Context: an optimization exercise on an open-source flow, tuned for small area, a short achievable clock period and few clock cycles per item. The choices shown serve that exercise and are no tape-out recipe.
Function was checked by simulation only, so behaviour that the tests miss may differ from the original.

## lane 1
Design rs_group_codec, start of the top module:
module rs_group_codec (
    input  wire         clk,
    input  wire         rst_n,         
    input  wire         in_valid,
    output wire         in_ready,
    input  wire         in_op,         
    input  wire [255:0] in_data,
    input  wire [23:0]  in_check,      
    input  wire [31:0]  in_addr,       
    output reg          out_valid,
    input  wire         out_ready,
    output wire [255:0] out_data,
    output wire [23:0]  out_check,
    output wire [1:0]   out_status,
    output wire [5:0]   out_pos
);
Size: roughly 2700 cells after synthesis, about 310 flip-flops, ~610 I/O pins.
clock: 15.0 ns
lec_check: 0
cap_margin: 20
core_area: 5 5 235 235
cts_buf_list: sky130_fd_sc_hd__clkbuf_8
die_area: 0 0 240 240
place_density: 0.65
slew_margin: 20
tns_end_percent: 5
standard.sh (not shown) runs the stock make flow with config.mk's settings and CLKGATE_MAP_FILE= SYNTH_SCRIPT=/design/flow/synth_recipe.tcl, a recipe that flattens the netlist after the stock synthesis.
==> flow/flow/run.sh <==
#!/bin/bash
set -euo pipefail
MARGIN=$(cat flow/margin.txt)
bash standard.sh \
  "BUFFER_PORTS_ARGS=-buffer_cell sky130_fd_sc_hd__buf_1" \
  "SETUP_SLACK_MARGIN=$MARGIN" \
  finish > standard.log 2>&1
==> flow/flow/margin.txt <==
7
Testbench counts of lane 1, summed over its fixed seeds: cycles 9,608, items 9,600.
Input-level comparison between lane 2 and lane 1:
--- a/flow/config.mk
+++ b/flow/config.mk
@@ -10 +9,0 @@
-export CTS_BUF_LIST = sky130_fd_sc_hd__clkbuf_8
@@ -14 +12,0 @@
-export TNS_END_PERCENT = 5
--- outcome ---
- On area used by multi-input combinational logic: lane 2 sits above lane 1.
- Against lane 1, the final cell area of lane 2 is higher.
- Run comparison: lane 1 end of the critical path out_data[167]; lane 2 end of the critical path check_q[1]$_DFFE_PP_
- Lane 2 has global-route usage below what lane 1 had.
- Lane 2 contains fewer vias than lane 1.
Here is what was changed in the inputs of lane 3 compared with lane 2.
==> flow/flow/margin.txt <==
7.5
## What came out
Against lane 2, shortest period the worst path allows in lane 3 came out better. In terms of flip-flop and latch count, lane 3 and lane 2 differ only marginally. Compared to lane 2, lane 3 has post-route fraction of the period consumed by the critical path 1.1 points lower. Changes observed in lane 3 relative to lane 2: worst hold margin fell by 0.015 ns, clock latency of the later-clocked register in the worst-skew pair stayed essentially flat.
Inputs modified between lane 3 and lane 4:
==> flow/flow/margin.txt <==
7
--- a/flow/config.mk
+++ b/flow/config.mk
@@ -9,3 +9,4 @@
-export CORE_AREA = 5 5 235 235
-export DIE_AREA = 0 0 240 240
-export PLACE_DENSITY = 0.65
+export CORE_AREA = 5 5 220 220
+export CTS_BUF_LIST = sky130_fd_sc_hd__clkbuf_8
+export DIE_AREA = 0 0 225 225
+export PLACE_DENSITY = 0.75
Lane 4 completed; timing, DRC and antenna clean. Run comparison: lane 3 beginning of the critical path in_data[234]; lane 4 beginning of the critical path s1c_q[2]$_DFFE_PP_. Lane 3 → lane 4: fraction of met3 tracks used by global routing shows an increase of 6.3 points, met1 global-route usage shows an increase of 2.4 points, wire length shows a reduction of 4.4%. Lane 4 leaves less setup margin than lane 3. STATUS global-route wire length before repair: lane 4 wins against lane 3. The count of non-CTS buffers in the layout in lane 4 sits about 16% below the value recorded for lane 3. The post-route cell area in lane 4 was lower than what lane 3 gave.
#### Input delta (lane 5 over lane 4)
==> flow/flow/margin.txt <==
6
--- a/flow/config.mk
+++ b/flow/config.mk
@@ -9,4 +9,3 @@
-export CORE_AREA = 5 5 220 220
-export CTS_BUF_LIST = sky130_fd_sc_hd__clkbuf_8
-export DIE_AREA = 0 0 225 225
-export PLACE_DENSITY = 0.75
+export CORE_AREA = 5 5 265 265
+export DIE_AREA = 0 0 270 270
+export PLACE_DENSITY = 0.6
Results
Lane 5 ends up with a time the final worst path needs with I/O delays and setup that is 0.70 ns higher than in lane 4. Routed length on met2, lane 5 and lane 4: smaller value in lane 4. Looking only at non-clock buffer count in the final layout, and setting everything else aside, the lower value of lane 5 and lane 4 goes to lane 5. Lane 5 ends up with higher sequential share of layout area than lane 4 does. Taking lane 4 as the reference, in lane 5 clock skew saw a decrease, post-synthesis to final-layout area growth saw a decrease, clock buffer count in the final layout saw a decrease. Lane 5 vs. lane 4: global-route usage fell by 13 points.

==> separate check: timing with driven ports <==
How much do the figures lean on ideal ports? The routed layouts below were timed once more, with nothing changed but the port constraints.
Step 1, drivers: a clkbuf_16 drives clk and a buf_2 each remaining input, both assumed.
Step 2 adds t to the input delays and takes it off the output delays; t is the mean of the earliest and latest rising clock arrival at the registers after step 1. Input paths then give back, and output paths get back, about the clock's delay inside the block.
Slacks: no drivers / after step 1 / after step 2; pairs: no drivers / after step 1.
| run | t (ns) | slack for setup (ns) | hold slack, ns | worst setup path after step 2 | worst slew at a driven data input, ns |
|---|---|---|---|---|---|
| lane 1 | 0.716 | 6.732 / 6.675 / 6.082 | 0.572 / 0.572 / 0.572 | input to register | 0.12 |
| lane 2 | 0.633 | 6.992 / 6.974 / 6.391 | 0.559 / 0.559 / 0.559 | input to register | 0.12 |
| lane 3 | 0.635 | 7.150 / 7.185 / 6.550 | 0.543 / 0.543 / 0.543 | input to register | 0.09 |
| lane 4 | 0.717 | 6.972 / 6.919 / 6.288 | 0.554 / 0.554 / 0.554 | input to register | 0.20 |
| lane 5 | 0.636 | 6.269 / 6.299 / 5.663 | 0.551 / 0.551 / 0.551 | input to register | 0.14 |
After both steps every run listed still meets setup and hold. The setup slack of lane 4, which loses most, moves by -0.053 ns with the drivers and by -0.684 ns with both steps.
